Source: an optimization exercise on an open RTL-to-GDS flow (aim: small area, a short achievable clock period and few clock cycles). Production flows keep margins and buffers that such runs may drop. RTL that was checked went through simulation tests only; none was proved equivalent to the original. No activity file was given, so power comes from the tool's default toggle rates.

==> 01-21 <==
==> flow/design.v <==
module mx_quant (
    input  wire [11:0] it,
    input  wire [1:0]  fmt,     
    input  wire [2:0]  rnd,     
    input  wire        spec,    
    output wire [7:0]  elem,
    output wire        uf,
    output wire        nx
);
    localparam [2:0] RNE = 3'd0, RTZ = 3'd1, RU = 3'd2, RD = 3'd3, RNA = 3'd4;
    function round_up;
        input [2:0] mode;
        input       neg, lsb, g, s;
        begin
            case (mode)
                RNE:     round_up = g & (s | lsb);
                RU:      round_up = ~neg & (g | s);
                RD:      round_up = neg & (g | s);
                RNA:     round_up = g;
                default: round_up = 1'b0;
            endcase
        end
    endfunction
    wire       sgn  = it[11];
    wire       nm   = it[10];
    wire [4:0] ef   = {5{nm}} & it[9:5];
    wire [2:0] sh   = {3{~nm}} & it[7:5];
    wire       zero = ~nm & (it[7:5] == 3'd0);
    wire [3:0] f    = it[4:1];
    wire       st   = it[0];
    wire fb3 = (fmt == 2'd0) | (fmt == 2'd3);    
    wire [9:0] p = {1'b1, f, 5'b0} >> sh;
    wire [6:0] code = fb3 ? {ef[3:0], p[8:6]} : {ef, p[8:7]};
    wire       lsb  = fb3 ? p[6] : p[7];
    wire       g    = fb3 ? p[5] : p[6];
    wire       s    = (fb3 ? (|p[4:0]) : (|p[5:0])) | st;
    wire       up   = round_up(rnd, sgn, lsb, g, s);
    wire [6:0] code_inc = code + 7'd1;
    wire [6:0] rsum     = up ? code_inc : code;
    reg [6:0] maxc;
    reg       ovf;
    always @* begin
        case (fmt)
            2'd0:    begin maxc = 7'h7E; ovf = (code == 7'h7F) | (up & (code == 7'h7E)); end
            2'd1:    begin maxc = 7'h7B; ovf = up & (code == 7'h7B); end
            default: begin maxc = 7'h1F; ovf = up & (code[4:0] == 5'h1F); end
        endcase
    end
    wire [6:0] mag     = ovf ? maxc : rsum;
    wire       inexact = g | s;
    wire allones = fb3 ? (&f[3:1]) : (&f[3:2]);
    wire g_full  = fb3 ? f[0] : f[1];
    wire s_full  = fb3 ? st : (f[0] | st);
    wire reach   = (sh == 3'd1) & allones & round_up(rnd, sgn, 1'b1, g_full, s_full);
    wire tiny    = (sh != 3'd0) & ~reach;
    wire [6:0] magz = zero ? 7'd0 : mag;
    assign elem = spec ? 8'd0 : (fmt[1] ? {2'b00, sgn, magz[4:0]} : {sgn, magz});
    assign nx   = ~spec & ~zero & (inexact | ovf);
    assign uf   = ~spec & ~zero & inexact & tiny;
endmodule
module kn4_mx_pack (
    input  wire         clk,
    input  wire         rst,           
    input  wire         in_valid,
    output wire         in_ready,
    input  wire [31:0]  in_data,       
    input  wire [1:0]   in_fmt,        
    input  wire [2:0]   in_rnd,        
    output reg          out_valid,
    input  wire         out_ready,
    output reg  [7:0]   out_scale,     
    output reg  [255:0] out_elem,      
    output reg  [3:0]   out_flags      
);
    reg        ir_v;                   
    reg        full;                   
    reg [4:0]  n;                      
    reg [5:0]  r;                      
    reg        f_v, b_v;               
    reg [4:0]  wc;                     
    reg        rdy;                    
    wire pop  = (r != 6'd0) & ~b_v;
    wire load = ir_v & (~full | pop);
    assign in_ready = rdy;
    reg [31:0] ir_d;
    reg [1:0]  ir_fmt;
    reg [2:0]  ir_rnd;
    wire ir_free = ~ir_v | ~full | pop;        
    always @(posedge clk) begin
        if (ir_free) begin
            ir_d   <= in_data;
            ir_fmt <= in_fmt;
            ir_rnd <= in_rnd;
        end
    end
    wire        sgn   = ir_d[31];
    wire [7:0]  ex    = ir_d[30:23];
    wire [22:0] fr    = ir_d[22:0];
    wire        ex_z  = (ex == 8'd0);
    wire        ex_f  = (&ex);
    wire        fr_nz = (fr != 23'd0);
    wire        is_nan  = ex_f & fr_nz;
    wire        is_inf  = ex_f & ~fr_nz;
    wire        is_zero = ex_z & ~fr_nz;
    wire        z16 = ~(|fr[22:7]);
    wire [22:0] nb  = z16 ? {fr[6:0], 16'd0} : fr;
    wire        k1  = ~z16 & (|fr[2:0]);
    wire        z8  = ~(|nb[22:15]);
    wire [22:3] nc  = z8 ? {nb[14:3], 8'd0} : nb[22:3];
    wire        k2  = |nc[10:3];
    wire        z4  = ~(|nc[22:19]);
    wire [22:11] nd = z4 ? {nc[18:11], 4'd0} : nc[22:11];
    wire        k3  = |nd[14:11];
    wire        z2  = ~(|nd[22:21]);
    wire [22:15] ne = z2 ? {nd[20:15], 2'd0} : nd[22:15];
    wire        k4  = |ne[16:15];
    wire        z1  = ~ne[22];
    wire [22:17] ng = z1 ? {ne[21:17], 1'b0} : ne[22:17];
    wire        k5  = ng[17];
    wire [4:0]  lz  = {z16, z8, z4, z2, z1};
    wire [8:0]  c_ex = is_zero ? 9'h100 :
                       ex_z    ? (9'd0 - {4'd0, lz}) :
                                 {1'b0, ex};
    wire [3:0]  c_f  = ex_z ? ng[21:18] : fr[22:19];
    wire        c_st = ex_z ? (k1 | k2 | k3 | k4 | k5) : (|fr[18:0]);
    wire [14:0] cin  = {sgn, c_ex, c_f, c_st};
    reg [1:0] fb_fmt;
    reg [2:0] fb_rnd;
    reg [7:0] fb_mx;                   
    reg       fb_spec, fb_nv;
    function [3:0] emax_of;
        input [1:0] fm;
        case (fm)
            2'd0:    emax_of = 4'd8;
            2'd1:    emax_of = 4'd15;
            2'd2:    emax_of = 4'd4;
            default: emax_of = 4'd2;
        endcase
    endfunction
    function [4:0] cf_of;
        input [1:0] fm;
        case (fm)
            2'd0:    cf_of = 5'd15;
            2'd1:    cf_of = 5'd30;
            2'd2:    cf_of = 5'd7;
            default: cf_of = 5'd3;
        endcase
    endfunction
    function [7:0] bias_of;
        input [1:0] fm;
        case (fm)
            2'd0:    bias_of = 8'd7;
            2'd1:    bias_of = 8'd15;
            2'd2:    bias_of = 8'd3;
            default: bias_of = 8'd1;
        endcase
    endfunction
    wire       first   = (n == 5'd0);
    wire [1:0] fmt_c   = first ? ir_fmt : fb_fmt;
    wire [2:0] rnd_c   = first ? ir_rnd : fb_rnd;
    wire [7:0] mx_prev = first ? {4'd0, emax_of(ir_fmt)} : fb_mx;
    wire [7:0] mx_c    = (ex > mx_prev) ? ex : mx_prev;
    wire       spec_c  = (~first & fb_spec) | ex_f;
    wire       nv_c    = (~first & fb_nv) | is_inf | (is_nan & ~fr[22]);
    wire       trans   = load & (n == 5'd31);
    always @(posedge clk) begin
        if (load) begin
            fb_fmt  <= fmt_c;
            fb_rnd  <= rnd_c;
            fb_mx   <= mx_c;
            fb_spec <= spec_c;
            fb_nv   <= nv_c;
        end
    end
    reg signed [9:0] hd_kn1;
    always @(posedge clk) begin
        if (trans)
            hd_kn1 <= $signed({5'd0, cf_of(fb_fmt)}) - $signed({2'd0, mx_c});
    end
    wire [14:0] stg [0:31];
    genvar gi;
    generate
        for (gi = 0; gi < 32; gi = gi + 1) begin : g_fifo
            reg  [14:0] q;
            wire en = (load & (gi <= n)) | (pop & (gi + r >= 32));
            always @(posedge clk) begin
                if (en) q <= (gi == 0) ? cin : stg[(gi == 0) ? 0 : gi - 1];
            end
            assign stg[gi] = q;
        end
    endgenerate
    wire [14:0] hv   = stg[31];
    wire        h_z  = (hv[13:5] == 9'h100);
    wire signed [9:0] ef = $signed({hv[13], hv[13:5]}) + hd_kn1;    
    wire        ef_z = (ef == 10'd0);
    wire        h_nm = ~ef[9] & ~ef_z;
    wire        ef_n4 = &ef[9:2];                                 
    wire [2:0]  h_sh = h_nm ? 3'd0 :
                       ef_z ? 3'd1 :
                       ef_n4 ? (3'd1 - ef[2:0]) : 3'd5;
    wire [4:0]  h_ef = h_nm ? ef[4:0] : 5'd0;
    wire [4:0]  h_v  = h_nm ? ef[4:0] : (h_z ? 5'd0 : {2'd0, h_sh});
    wire [11:0] item = {hv[14], h_nm, h_v, hv[4:0]};
    reg [1:0] op_fmt;
    reg [2:0] op_rnd;
    reg       op_spec, op_nv;
    always @(posedge clk) begin
        if (pop && r == 6'd32) begin
            op_fmt   <= fb_fmt;
            op_rnd   <= fb_rnd;
            op_spec  <= fb_spec;
            op_nv    <= fb_nv;
        end
    end
    reg [11:0] fq, bq;
    wire wr = f_v & ((wc != 5'd0) | ~out_valid | out_ready);
    always @(posedge clk) begin
        if (~f_v | wr)
            fq <= b_v ? bq : item;
        else if (pop)
            bq <= item;
    end
    wire [7:0] q_elem;
    wire       q_uf, q_nx;
    mx_quant u_q (
        .it(fq), .fmt(op_fmt), .rnd(op_rnd), .spec(op_spec),
        .elem(q_elem), .uf(q_uf), .nx(q_nx)
    );
    wire out_free = ~out_valid | out_ready;
    genvar gj;
    generate
        for (gj = 0; gj < 32; gj = gj + 1) begin : g_out
            wire we = f_v & (wc == gj) & ((gj != 0) | out_free);
            always @(posedge clk) begin
                if (we) out_elem[8*gj +: 8] <= q_elem;
            end
        end
    endgenerate
    always @(posedge clk) begin
        if (wr) begin
            if (wc == 5'd0) begin
                out_scale <= op_spec ? 8'hFF : (bias_of(op_fmt) - hd_kn1[7:0]);
                out_flags <= {op_nv, 1'b0, q_uf, q_nx};
            end else begin
                out_flags[1:0] <= out_flags[1:0] | {q_uf, q_nx};
            end
        end
    end
    wire       ir_v_n = ir_free ? in_valid : ir_v;
    wire [4:0] n_n    = n + {4'd0, load};
    wire [5:0] r_n    = trans ? 6'd32 : (r - {5'd0, pop});
    wire [5:0] occ_n  = {1'b0, n_n} + r_n;
    wire       b_v_n  = (~f_v | wr) ? 1'b0 : (pop | b_v);
    always @(posedge clk) begin
        if (rst) begin
            ir_v      <= 1'b0;
            full      <= 1'b0;
            n         <= 5'd0;
            r         <= 6'd0;
            f_v       <= 1'b0;
            b_v       <= 1'b0;
            wc        <= 5'd0;
            out_valid <= 1'b0;
            rdy       <= 1'b1;
        end else begin
            ir_v <= ir_v_n;
            full <= occ_n[5];
            n    <= n_n;
            r    <= r_n;
            b_v  <= b_v_n;
            rdy  <= ~ir_v_n | ~occ_n[5] | ((r_n != 6'd0) & ~b_v_n);
            if (~f_v | wr)
                f_v <= b_v | pop;
            if (wr)
                wc <= wc + 5'd1;
            if (wr && wc == 5'd31)
                out_valid <= 1'b1;
            else if (out_ready)
                out_valid <= 1'b0;
        end
    end
endmodule
==> flow/flow/run.sh <==
#!/bin/bash
# Own layout flow: the standard synthesis unchanged, then the standard ORFS
# layout with plain buffers on the ports and timing repair aimed below the
# clock period (SETUP_SLACK_MARGIN) so that the achieved period shrinks.
set -euo pipefail
MARGIN=${MARGIN:-10.8}
bash standard.sh synth > synth.log 2>&1
bash standard.sh "BUFFER_PORTS_ARGS=-buffer_cell sky130_fd_sc_hd__buf_1" \
    "SETUP_SLACK_MARGIN=$MARGIN" finish > layout.log 2>&1
==> flow/standard.sh <==
#!/bin/bash
# synth_recipe.tcl (not shown) runs the flow's synth.tcl, then flattens the netlist and writes it again
# the make line also repeats each setting of config.mk as NAME=value (left out here)
make -C /OpenROAD-flow-scripts/flow DESIGN_CONFIG=/design/flow/config.mk WORK_HOME=/design/flow/orfs CLKGATE_MAP_FILE= SYNTH_SCRIPT=/design/flow/synth_recipe.tcl "${@:-finish}"
==> flow/config.mk <==
export PLATFORM = sky130hd
export DESIGN_NAME = kn4_mx_pack
export DESIGN_NICKNAME = kn4_mx_pack
export VERILOG_FILES = /design/flow/design.v
export SDC_FILE = /design/flow/constraint.sdc
export NUM_CORES = 4
export LEC_CHECK = 0
export CAP_MARGIN = 5
export CORE_MARGIN = 2
export CORE_UTILIZATION = 60
export CTS_CLUSTER_DIAMETER = 60
export CTS_CLUSTER_SIZE = 30
export PLACE_DENSITY = 0.7
export SLEW_MARGIN = 5
==> flow/constraint.sdc <==
create_clock -name core_clock -period 15.0 [get_ports {clk}]
set_input_delay 3.0000 -clock core_clock [delete_from_list [all_inputs] [get_ports {clk}]]
set_output_delay 3.0000 -clock core_clock [all_outputs]
set_load 0.01 [all_outputs]
==> inputs of 05-14, as changes to 01-21 <==
==> flow/design.v, changed modules only <==
module mx_quant (
    input  wire [14:0] it,
    input  wire [1:0]  fmt,     
    input  wire [2:0]  rnd,     
    input  wire        spec,    
    output wire [7:0]  elem,
    output wire        uf,
    output wire        nx
);
    localparam [2:0] RNE = 3'd0, RTZ = 3'd1, RU = 3'd2, RD = 3'd3, RNA = 3'd4;
    function round_up;
        input [2:0] mode;
        input       neg, lsb, g, s;
        begin
            case (mode)
                RNE:     round_up = g & (s | lsb);
                RU:      round_up = ~neg & (g | s);
                RD:      round_up = neg & (g | s);
                RNA:     round_up = g;
                default: round_up = 1'b0;
            endcase
        end
    endfunction
    wire       sgn  = it[14];
    wire       zero = it[13];
    wire [4:0] eb   = it[12:8];
    wire [2:0] sh   = it[7:5];
    wire [3:0] f    = it[4:1];
    wire       st   = it[0];
    wire fb3 = (fmt == 2'd0) | (fmt == 2'd3);    
    wire [9:0] p = {1'b1, f, 5'b0} >> sh;
    wire [3:0] kept = fb3 ? p[9:6] : {1'b0, p[9:7]};
    wire       g    = fb3 ? p[5] : p[6];
    wire       s    = (fb3 ? (|p[4:0]) : (|p[5:0])) | st;
    wire [7:0] code = fb3 ? ({eb, 3'b000} + {4'd0, kept}) : ({1'b0, eb, 2'b00} + {4'd0, kept});
    wire       up   = round_up(rnd, sgn, kept[0], g, s);
    wire [7:0] rsum = code + {7'd0, up};
    reg [6:0] maxc;
    always @* begin
        case (fmt)
            2'd0:    maxc = 7'h7E;
            2'd1:    maxc = 7'h7B;
            default: maxc = 7'h1F;
        endcase
    end
    wire       ovf  = (rsum > {1'b0, maxc});
    wire [6:0] mag  = ovf ? maxc : rsum[6:0];
    wire       inexact = g | s;
    wire allones = fb3 ? (&f[3:1]) : (&f[3:2]);
    wire g_full  = fb3 ? f[0] : f[1];
    wire s_full  = fb3 ? st : (f[0] | st);
    wire reach   = (sh == 3'd1) & allones & round_up(rnd, sgn, 1'b1, g_full, s_full);
    wire tiny    = (sh != 3'd0) & ~reach;
    wire [6:0] magz = zero ? 7'd0 : mag;
    assign elem = spec ? 8'd0 : (fmt[1] ? {2'b00, sgn, magz[4:0]} : {sgn, magz});
    assign nx   = ~spec & ~zero & (inexact | ovf);
    assign uf   = ~spec & ~zero & inexact & tiny;
endmodule
module kn4_mx_pack (
    input  wire         clk,
    input  wire         rst,           
    input  wire         in_valid,
    output wire         in_ready,
    input  wire [31:0]  in_data,       
    input  wire [1:0]   in_fmt,        
    input  wire [2:0]   in_rnd,        
    output reg          out_valid,
    input  wire         out_ready,
    output reg  [7:0]   out_scale,     
    output reg  [255:0] out_elem,      
    output reg  [3:0]   out_flags      
);
    reg        ir_v;                   
    reg [5:0]  occ;                    
    reg [4:0]  n;                      
    reg [5:0]  r;                      
    reg        f_v, b_v;               
    reg [4:0]  wc;                     
    reg        rdy;                    
    wire pop  = (r != 6'd0) & ~b_v;
    wire load = ir_v & (~occ[5] | pop);
    assign in_ready = rdy;
    reg [31:0] ir_d;
    reg [1:0]  ir_fmt;
    reg [2:0]  ir_rnd;
    always @(posedge clk) begin
        if (in_ready) begin
            ir_d   <= in_data;
            ir_fmt <= in_fmt;
            ir_rnd <= in_rnd;
        end
    end
    wire        sgn   = ir_d[31];
    wire [7:0]  ex    = ir_d[30:23];
    wire [22:0] fr    = ir_d[22:0];
    wire        ex_z  = (ex == 8'd0);
    wire        ex_f  = (&ex);
    wire        fr_nz = (fr != 23'd0);
    wire        is_nan  = ex_f & fr_nz;
    wire        is_inf  = ex_f & ~fr_nz;
    wire        is_zero = ex_z & ~fr_nz;
    wire        z16 = ~(|fr[22:7]);
    wire [22:0] nb  = z16 ? {fr[6:0], 16'd0} : fr;
    wire        k1  = ~z16 & (|fr[2:0]);
    wire        z8  = ~(|nb[22:15]);
    wire [22:3] nc  = z8 ? {nb[14:3], 8'd0} : nb[22:3];
    wire        k2  = |nc[10:3];
    wire        z4  = ~(|nc[22:19]);
    wire [22:11] nd = z4 ? {nc[18:11], 4'd0} : nc[22:11];
    wire        k3  = |nd[14:11];
    wire        z2  = ~(|nd[22:21]);
    wire [22:15] ne = z2 ? {nd[20:15], 2'd0} : nd[22:15];
    wire        k4  = |ne[16:15];
    wire        z1  = ~ne[22];
    wire [22:17] ng = z1 ? {ne[21:17], 1'b0} : ne[22:17];
    wire        k5  = ng[17];
    wire [4:0]  lz  = {z16, z8, z4, z2, z1};
    wire [8:0]  c_ex = is_zero ? 9'd0 :
                       ex_z    ? {4'd0, 5'd23 - lz} :
                                 ({1'b0, ex} + 9'd23);
    wire [3:0]  c_f  = ex_z ? ng[21:18] : fr[22:19];
    wire        c_st = ex_z ? (k1 | k2 | k3 | k4 | k5) : (|fr[18:0]);
    wire [14:0] cin  = {sgn, c_ex, c_f, c_st};
    reg [1:0] fb_fmt;
    reg [2:0] fb_rnd;
    reg [7:0] fb_mx;                   
    reg       fb_spec, fb_nv;
    function [3:0] emax_of;
        input [1:0] fm;
        case (fm)
            2'd0:    emax_of = 4'd8;
            2'd1:    emax_of = 4'd15;
            2'd2:    emax_of = 4'd4;
            default: emax_of = 4'd2;
        endcase
    endfunction
    function [4:0] cf_of;
        input [1:0] fm;
        case (fm)
            2'd0:    cf_of = 5'd15;
            2'd1:    cf_of = 5'd30;
            2'd2:    cf_of = 5'd7;
            default: cf_of = 5'd3;
        endcase
    endfunction
    function [3:0] bias_of;
        input [1:0] fm;
        case (fm)
            2'd0:    bias_of = 4'd7;
            2'd1:    bias_of = 4'd15;
            2'd2:    bias_of = 4'd3;
            default: bias_of = 4'd1;
        endcase
    endfunction
    wire       first   = (n == 5'd0);
    wire [1:0] fmt_c   = first ? ir_fmt : fb_fmt;
    wire [2:0] rnd_c   = first ? ir_rnd : fb_rnd;
    wire [7:0] mx_prev = first ? {4'd0, emax_of(ir_fmt)} : fb_mx;
    wire [7:0] mx_c    = (ex > mx_prev) ? ex : mx_prev;
    wire       spec_c  = (~first & fb_spec) | ex_f;
    wire       nv_c    = (~first & fb_nv) | is_inf | (is_nan & ~fr[22]);
    wire       trans   = load & (n == 5'd31);
    always @(posedge clk) begin
        if (load) begin
            fb_fmt  <= fmt_c;
            fb_rnd  <= rnd_c;
            fb_mx   <= mx_c;
            fb_spec <= spec_c;
            fb_nv   <= nv_c;
        end
    end
    reg signed [9:0] hd_kn;            
    reg [1:0]  hd_fmt;
    reg [2:0]  hd_rnd;
    reg        hd_spec, hd_nv;
    always @(posedge clk) begin
        if (trans) begin
            hd_kn   <= $signed({5'd0, cf_of(fmt_c)}) - 10'sd24 - $signed({2'd0, mx_c});
            hd_fmt  <= fmt_c;
            hd_rnd  <= rnd_c;
            hd_spec <= spec_c;
            hd_nv   <= nv_c;
        end
    end
    wire [14:0] stg [0:31];
    genvar gi;
    generate
        for (gi = 0; gi < 32; gi = gi + 1) begin : g_fifo
            reg  [14:0] q;
            wire en = (load & (gi <= n)) | (pop & (gi + r >= 32));
            always @(posedge clk) begin
                if (en) q <= (gi == 0) ? cin : stg[(gi == 0) ? 0 : gi - 1];
            end
            assign stg[gi] = q;
        end
    endgenerate
    wire [14:0] hv   = stg[31];
    wire        h_z  = (hv[13:5] == 9'd0);
    wire signed [9:0] t = $signed({1'b0, hv[13:5]}) + hd_kn;    
    wire        h_nm = ~t[9];
    wire [9:0]  nt   = -t;
    wire [2:0]  h_sh = h_nm ? 3'd0 : ((nt > 10'd5) ? 3'd5 : nt[2:0]);
    wire [4:0]  h_eb = h_nm ? t[4:0] : 5'd0;
    wire [14:0] item = {hv[14], h_z, h_eb, h_sh, hv[4:0]};
    reg [1:0] op_fmt;
    reg [2:0] op_rnd;
    reg       op_spec, op_nv;
    reg [7:0] op_scale;
    wire [9:0] sc_w = {6'd0, bias_of(hd_fmt)} - 10'd24 - hd_kn;
    always @(posedge clk) begin
        if (pop && r == 6'd32) begin
            op_fmt   <= hd_fmt;
            op_rnd   <= hd_rnd;
            op_spec  <= hd_spec;
            op_nv    <= hd_nv;
            op_scale <= hd_spec ? 8'hFF : sc_w[7:0];
        end
    end
    reg [14:0] fq, bq;
    wire wr = f_v & (~out_valid | out_ready);
    always @(posedge clk) begin
        if (~f_v | wr)
            fq <= b_v ? bq : item;
        else if (pop)
            bq <= item;
    end
    wire [7:0] q_elem;
    wire       q_uf, q_nx;
    mx_quant u_q (
        .it(fq), .fmt(op_fmt), .rnd(op_rnd), .spec(op_spec),
        .elem(q_elem), .uf(q_uf), .nx(q_nx)
    );
    always @(posedge clk) begin
        if (wr) begin
            out_elem <= {q_elem, out_elem[255:8]};
            if (wc == 5'd0) begin
                out_scale <= op_scale;
                out_flags <= {op_nv, 1'b0, q_uf, q_nx};
            end else begin
                out_flags[1:0] <= out_flags[1:0] | {q_uf, q_nx};
            end
        end
    end
    wire       ir_v_n = in_ready ? in_valid : ir_v;
    wire [5:0] occ_n  = occ + {5'd0, load} - {5'd0, pop};
    wire [5:0] r_n    = trans ? 6'd32 : (r - {5'd0, pop});
    wire       b_v_n  = (~f_v | wr) ? 1'b0 : (pop | b_v);
    always @(posedge clk) begin
        if (rst) begin
            ir_v      <= 1'b0;
            occ       <= 6'd0;
            n         <= 5'd0;
            r         <= 6'd0;
            f_v       <= 1'b0;
            b_v       <= 1'b0;
            wc        <= 5'd0;
            out_valid <= 1'b0;
            rdy       <= 1'b1;
        end else begin
            ir_v <= ir_v_n;
            occ  <= occ_n;
            n    <= n + {4'd0, load};
            r    <= r_n;
            b_v  <= b_v_n;
            rdy  <= ~ir_v_n | ~occ_n[5] | ((r_n != 6'd0) & ~b_v_n);
            if (~f_v | wr)
                f_v <= b_v | pop;
            if (wr)
                wc <= wc + 5'd1;
            if (wr && wc == 5'd31)
                out_valid <= 1'b1;
            else if (out_ready)
                out_valid <= 1'b0;
        end
    end
endmodule
--- a/flow/flow/run.sh
+++ b/flow/flow/run.sh
@@ -5,3 +5,3 @@
 set -euo pipefail
-MARGIN=${MARGIN:-10.8}
+MARGIN=${MARGIN:-11.3}
 bash standard.sh synth > synth.log 2>&1
- CAP_MARGIN: 5 -> 20
- CORE_UTILIZATION: 60 -> 40
- CTS_CLUSTER_DIAMETER: 60 -> unset
- PLACE_DENSITY: 0.7 -> 0.6
- SLEW_MARGIN: 5 -> 20
==> inputs of 12-25, as changes to 01-21 <==
--- a/flow/design.v
+++ b/flow/design.v
@@ -1,3 +1,3 @@
 module mx_quant (
-    input  wire [11:0] it,
+    input  wire [14:0] it,
     input  wire [1:0]  fmt,     
@@ -23,7 +23,6 @@
     endfunction
-    wire       sgn  = it[11];
-    wire       nm   = it[10];
-    wire [4:0] ef   = {5{nm}} & it[9:5];
-    wire [2:0] sh   = {3{~nm}} & it[7:5];
-    wire       zero = ~nm & (it[7:5] == 3'd0);
+    wire       sgn  = it[14];
+    wire       zero = it[13];
+    wire [4:0] ef   = it[12:8];
+    wire [2:0] sh   = it[7:5];
     wire [3:0] f    = it[4:1];
@@ -201,4 +200,3 @@
     wire [4:0]  h_ef = h_nm ? ef[4:0] : 5'd0;
-    wire [4:0]  h_v  = h_nm ? ef[4:0] : (h_z ? 5'd0 : {2'd0, h_sh});
-    wire [11:0] item = {hv[14], h_nm, h_v, hv[4:0]};
+    wire [14:0] item = {hv[14], h_z, h_ef, h_sh, hv[4:0]};
     reg [1:0] op_fmt;
@@ -214,3 +212,3 @@
     end
-    reg [11:0] fq, bq;
+    reg [14:0] fq, bq;
     wire wr = f_v & ((wc != 5'd0) | ~out_valid | out_ready);
- CTS_CLUSTER_SIZE: 30 -> 40
==> inputs of 05-09, as changes to 01-21 <==
--- a/flow/design.v
+++ b/flow/design.v
@@ -1,3 +1,3 @@
 module mx_quant (
-    input  wire [11:0] it,
+    input  wire [14:0] it,
     input  wire [1:0]  fmt,     
@@ -23,7 +23,6 @@
     endfunction
-    wire       sgn  = it[11];
-    wire       nm   = it[10];
-    wire [4:0] ef   = {5{nm}} & it[9:5];
-    wire [2:0] sh   = {3{~nm}} & it[7:5];
-    wire       zero = ~nm & (it[7:5] == 3'd0);
+    wire       sgn  = it[14];
+    wire       zero = it[13];
+    wire [4:0] ef   = it[12:8];
+    wire [2:0] sh   = it[7:5];
     wire [3:0] f    = it[4:1];
@@ -201,4 +200,3 @@
     wire [4:0]  h_ef = h_nm ? ef[4:0] : 5'd0;
-    wire [4:0]  h_v  = h_nm ? ef[4:0] : (h_z ? 5'd0 : {2'd0, h_sh});
-    wire [11:0] item = {hv[14], h_nm, h_v, hv[4:0]};
+    wire [14:0] item = {hv[14], h_z, h_ef, h_sh, hv[4:0]};
     reg [1:0] op_fmt;
@@ -214,3 +212,3 @@
     end
-    reg [11:0] fq, bq;
+    reg [14:0] fq, bq;
     wire wr = f_v & ((wc != 5'd0) | ~out_valid | out_ready);
==> qor summary <==
metric	01-21	12-25	05-09	05-14
Number of distinct library cells after synthesis	79	73	73	73
Post-Syn Nets	1,733	1,735	1,735	1,810
CTS HTree Levels	2	2	2	3
Length of routed wiring on met1	24.34 mm	22.30 mm	22.07 mm	27.24 mm
Synthesis-to-finish area growth	13.84%	13.42%	12.85%	28.72%
Actual transition at the worst max-transition pin	1.028 ns	1.067 ns	1.098 ns	0.7854 ns
Capturing point of the worst reg2reg path	out_elem[123]$_DFFE_PP_	out_elem[37]$_DFFE_PP_	out_elem[141]$_DFFE_PP_	out_flags[0]$_DFFE_PP_
Met3 routed wirelength	3.459 mm	3.063 mm	3.587 mm	3.937 mm
Number of signal-net buffers in the layout	372	361	362	645
Worst setup path start	out_flags[0]$_DFFE_PP_	out_elem[107]$_DFFE_PP_	out_elem[157]$_DFFE_PP_	fq[5]$_DFFE_PP_
Cell count after placement	2,611	2,620	2,620	3,053
Antenna violations before repair	3	0	0	0
Number of flip-flops and latches	861	867	867	888
Core Region	50,170 um^2	50,270 um^2	50,270 um^2	78,610 um^2
Share of the clock period used by the worst path after layout	0.2825	0.2816	0.2790	0.2920
Power per cell area	191.3 nW/um^2	187.3 nW/um^2	185.6 nW/um^2	215.7 nW/um^2
Reg area	25,650 um^2	25,820 um^2	25,820 um^2	26,420 um^2
Fraction of area in multi-input gates	0.1366	0.1332	0.1333	0.1313
Run status	finished clean	finished clean	finished clean	finished clean
Routed via count divided by cell count	5.709	5.653	5.667	4.953
Fraction of the mapped netlist area in compound gates	0.05201	0.04742	0.04742	0.04592
Testbench counts of 12-25, summed over its fixed seeds: cycles 12,568.
Testbench counts of 05-09, summed over its fixed seeds: cycles 12,568.
The RTL of 01-21 and 05-14 was laid out without a check of its function.

[static timing again, ports no longer ideal]
The results above use ideal ports. As a check the final layouts listed here were re-extracted and re-timed, cells and wires unchanged.
Step 1, drivers: a clkbuf_16 drives clk and a buf_2 each remaining input, both assumed.
Step 2 moves the port delays by t, midway between the first and last clock arrival at a register: inputs arrive t later, outputs are due t later. That takes back most of the time a late clock gives input paths.
Slacks: no drivers / after step 1 / after step 2; pairs: no drivers / after step 1.
run | t, ns | setup slack, ns | worst data-port slew with drivers (ns)
01-21 | 0.659 | 10.762 / 10.703 / 10.458 | 0.12
05-14 | 0.679 | 10.620 / 10.620 / 10.620 | 0.05
12-25 | 0.653 | 10.776 / 10.724 / 10.503 | 0.05
05-09 | 0.647 | 10.815 / 10.763 / 10.520 | 0.05
After both steps every run listed still meets setup and hold. The setup slack of 01-21, which loses most, moves by -0.059 ns with the drivers and by -0.304 ns with both steps.
